From an optimization exercise on the open Yosys and OpenROAD flow, aimed at small area, a short achievable clock period and few clock cycles per item; shortcuts taken in it are not production practice. Function was checked by simulation only, so behaviour that the tests miss may differ from the original.

Design flk_digest, start of the top module:
module flk_digest (
    input  wire          clk,
    input  wire          rst,
    input  wire          start,
    input  wire [63:0]   sec,
    input  wire [15:0]   tick_k,
    input  wire [15:0]   gen,
    input  wire [63:0]   ltc,
    input  wire [95:0]   dout,
    input  wire [63:0]   trip,
    input  wire [63:0]   bf_trip,
    input  wire [63:0]   wsum,
    input  wire [63:0]   wcnt,
    output wire          busy,
    output reg           done,
    output wire [127:0]  digest
);
Size: about 6000 cells after synthesis, roughly 850 flip-flops, roughly 650 I/O pins, about 0.049 mm2 of cells after synthesis.
export LEC_CHECK = 0
export CAP_MARGIN = 20
export CORE_MARGIN = 2
export CORE_UTILIZATION = 50
export CTS_BUF_LIST = sky130_fd_sc_hd__clkbuf_8
export SLEW_MARGIN = 20
create_clock -name core_clock -period 10.0 [get_ports {clk}]
standard.sh (not shown) runs the stock make flow with config.mk's settings and CLKGATE_MAP_FILE= SYNTH_SCRIPT=/design/flow/synth_recipe.tcl, a recipe that flattens the netlist after the stock synthesis.
==> flow/flow/run.sh <==
#!/bin/bash
# The standard layout, with the smallest buffer (buf_1) as the port buffer
# that global placement puts on every input and output, and the timing
# repair aiming 6 ns below the clock period.
set -euo pipefail
export BUFFER_PORTS_ARGS="-buffer_cell sky130_fd_sc_hd__buf_1"
export SETUP_SLACK_MARGIN=6
bash standard.sh > standard_flow.log 2>&1
The baseline completed without violations.
Testbench counts at the start, summed over its fixed seeds: cycles 158,400, items 1,200.
Then changed:
CORE_UTILIZATION = 55   (was 50)
CTS_CLUSTER_DIAMETER = 60   (was unset)
CTS_CLUSTER_SIZE = 16   (was unset)
PLACE_DENSITY = 0.7   (was unset)
Effect: Design area went down by 3.4%; area after synthesis is unchanged; register-to-register slack loses 0.10 ns; flip-flop and latch count stays the same; via count decreases by 0.42%; utilization rose by 3.6 points; setup slack degrades by 0.10 ns; global-route usage went up by 2.8 points; critical path depth goes down by 4.
Then changed:
CORE_UTILIZATION = 50   (was 55)
PLACE_DENSITY = unset   (was 0.7)
Effect:
- The new run completed without violations
- global-route usage shrinks by 3.1 points
- design area climbs slightly
- synthesized area stays the same
- die area came out higher by roughly a tenth
- synthesized cell count does not change
- non-clock buffer count climbs by 33
- register-to-register slack improved by 0.097 ns
- worst setup slack is better by 0.097 ns
- wire length increases by a few percent

## the baseline
flk_digest, a different RTL version from the one above (not shown whole).
Size: about 6700 cells after synthesis, roughly 850 flip-flops, about 650 I/O pins, roughly 52000 µm² of cells after synthesis.
export LEC_CHECK = 0
export CAP_MARGIN = 20
export CORE_MARGIN = 2
export CORE_UTILIZATION = 55
export CTS_BUF_LIST = sky130_fd_sc_hd__clkbuf_8
export SETUP_SLACK_MARGIN = 5
export SLEW_MARGIN = 20
create_clock -name core_clock -period 10.0 [get_ports {clk}]
==> flow/flow/run.sh <==
#!/bin/bash
# The standard layout, with the smallest buffer (buf_1) as the port buffer
# that global placement puts on every input and output.
set -euo pipefail
export BUFFER_PORTS_ARGS="-buffer_cell sky130_fd_sc_hd__buf_1"
bash standard.sh > standard_flow.log 2>&1
The baseline was carried through to the last stage, and its layout satisfied the timing, DRC and antenna checks.
Testbench counts of the baseline, summed over its fixed seeds: cycles 158,400, items 1,200.
The inputs of the candidate differ from those of the baseline as listed below.
Settings: CTS_BUF_LIST removed (was sky130_fd_sc_hd__clkbuf_8); CORE_UTILIZATION changed from 55 to 40; SETUP_SLACK_MARGIN removed (was 5).
==> flow/run.sh (new file) <==
#!/bin/bash
# synth_recipe.tcl (not shown) runs the flow's synth.tcl, then flattens the netlist and writes it again
# the make line also repeats each setting of config.mk as NAME=value (left out here)
make -C /OpenROAD-flow-scripts/flow DESIGN_CONFIG=/design/flow/config.mk WORK_HOME=/design/flow/orfs CLKGATE_MAP_FILE= SYNTH_SCRIPT=/design/flow/synth_recipe.tcl finish
removed: flow/flow/run.sh
removed: flow/standard.sh
==> run notes <==
The candidate closes out successfully: all stages finished, all timing, DRC and antenna checks passed.
Diff the baseline -> the candidate: non-clock buffer count has decreased, routed length on met1 higher, clock network area share has increased.

== lagoon ==
Another version of the RTL of flk_digest (not shown whole).
Size in the first run: roughly 850 flip-flops, roughly 650 I/O pins, ~50000 um^2 of cells after synthesis.
==> flow/config.mk <==
export PLATFORM = sky130hd
export DESIGN_NAME = flk_digest
export DESIGN_NICKNAME = flk_digest
export VERILOG_FILES = /design/flow/design.v
export SDC_FILE = /design/flow/constraint.sdc
export NUM_CORES = 4
export LEC_CHECK = 0
export CAP_MARGIN = 20
export CORE_MARGIN = 2
export CORE_UTILIZATION = 50
export CTS_BUF_LIST = sky130_fd_sc_hd__clkbuf_8
export SLEW_MARGIN = 20
==> flow/constraint.sdc <==
create_clock -name core_clock -period 10.0 [get_ports {clk}]
set_input_delay 2.0000 -clock core_clock [delete_from_list [all_inputs] [get_ports {clk}]]
set_output_delay 2.0000 -clock core_clock [all_outputs]
set_load 0.01 [all_outputs]
==> flow/flow/run.sh <==
#!/bin/bash
# The standard layout, with the smallest buffer (buf_1) as the port buffer
# that global placement puts on every input and output, and the timing
# repair aiming 6 ns below the clock period.
set -euo pipefail
export BUFFER_PORTS_ARGS="-buffer_cell sky130_fd_sc_hd__buf_1"
export SETUP_SLACK_MARGIN=6
bash standard.sh > standard_flow.log 2>&1
Testbench counts of lagoon, summed over its fixed seeds: cycles 158,400, items 1,200.
Relative to lagoon, the following input files were edited for onyx:
# lagoon
export LEC_CHECK = 0
export CAP_MARGIN = 20
export CORE_MARGIN = 2
export CORE_UTILIZATION = 50
export CTS_BUF_LIST = sky130_fd_sc_hd__clkbuf_8
export SLEW_MARGIN = 20
create_clock -name core_clock -period 10.0 [get_ports {clk}]
# onyx
export LEC_CHECK = 0
export CAP_MARGIN = 20
export CORE_MARGIN = 2
export CORE_UTILIZATION = 55
export CTS_BUF_LIST = sky130_fd_sc_hd__clkbuf_8
export CTS_CLUSTER_DIAMETER = 60
export CTS_CLUSTER_SIZE = 16
export PLACE_DENSITY = 0.7
export SLEW_MARGIN = 20
create_clock -name core_clock -period 10.0 [get_ports {clk}]
--- outcome ---
As far as number of buffers inserted by port buffering goes, lagoon and onyx are indistinguishable; the numbers are identical.
In onyx, the sum of net half-perimeters after detailed placement came out 3.8% below the value in lagoon.
The clock tree buffer count of the final layout reported for onyx is smaller than that of lagoon by about 50%.
From lagoon to onyx the numbers moved as follows: final clock period utilization by the worst path rose 2.1 points; setup slack fell 0.21 ns; core utilization rose 4.4 points; number of detailed-routing iterations run before antenna repair fell 4; slew of the pin with the lowest slew margin fell 0.029 ns.
onyx against lagoon: maximum number of pins on one net before global-route repair rose by 27, TritonCTS buffer count fell by about 45%.
In onyx, signed area change from the synthesized netlist to the final layout is lower than in lagoon.
Edits applied to the flow inputs when going from onyx to yarrow:
# onyx
export LEC_CHECK = 0
export CAP_MARGIN = 20
export CORE_MARGIN = 2
export CORE_UTILIZATION = 55
export CTS_BUF_LIST = sky130_fd_sc_hd__clkbuf_8
export CTS_CLUSTER_DIAMETER = 60
export CTS_CLUSTER_SIZE = 16
export PLACE_DENSITY = 0.7
export SLEW_MARGIN = 20
create_clock -name core_clock -period 10.0 [get_ports {clk}]
# yarrow
export LEC_CHECK = 0
export CAP_MARGIN = 20
export CORE_MARGIN = 2
export CORE_UTILIZATION = 50
export CTS_BUF_LIST = sky130_fd_sc_hd__clkbuf_8
export CTS_CLUSTER_DIAMETER = 60
export CTS_CLUSTER_SIZE = 16
export SLEW_MARGIN = 20
create_clock -name core_clock -period 10.0 [get_ports {clk}]
Results
- Of yarrow and onyx, onyx shows the lower setup slack after layout, with yarrow above it.
- Final period utilization, yarrow and onyx, lower one = yarrow.
- yarrow reports its first element of the critical path as e[25] while onyx reports e[26].
- Standard cell area after detailed placement essentially unchanged between onyx and yarrow.

[port drivers added, routing unchanged]
How much do the figures lean on ideal ports? The routed layouts below were timed once more, with nothing changed but the port constraints.
Step 1 (the two cells are an assumption about what drives the block):
set clk [get_ports {clk}]
set_driving_cell -lib_cell sky130_fd_sc_hd__clkbuf_16 $clk
set_driving_cell -lib_cell sky130_fd_sc_hd__buf_2 [delete_from_list [all_inputs] $clk]
Step 2 times the ports against the registers' clock, not the clock port: input delays grow and output delays shrink by t, the midpoint of the rising clock arrivals with the driver on.
a / b / c = ideal / step 1 / step 2; a / b = the first two.
run	t, ns	setup WS [ns]	hold slack, ns	slew at the worst register clock pin (ns)
the first run of note 1	0.913	5.269 / 5.269 / 5.054	0.407 / 0.407 / 0.407	0.07 / 0.07
the second run of note 1	0.887	5.167 / 5.167 / 5.133	0.397 / 0.397 / 0.397	0.11 / 0.11
the third run of note 1	0.864	5.264 / 5.264 / 5.134	0.388 / 0.388 / 0.388	0.11 / 0.11
the baseline	0.913	5.004 / 5.004 / 4.312	0.415 / 0.415 / 0.415	0.07 / 0.07
the candidate	0.793	4.136 / 4.136 / 3.704	0.421 / 0.421 / 0.421	0.07 / 0.07
lagoon	0.905	5.575 / 5.575 / 5.078	0.415 / 0.415 / 0.415	0.07 / 0.07
onyx	0.831	5.370 / 5.370 / 5.157	0.410 / 0.410 / 0.410	0.11 / 0.11
yarrow	0.855	5.436 / 5.436 / 5.170	0.407 / 0.407 / 0.407	0.11 / 0.11
After both steps every run listed still meets setup and hold. For the baseline, which loses most, drivers alone change the setup slack by 0.000 ns; drivers and shift together by -0.692 ns.
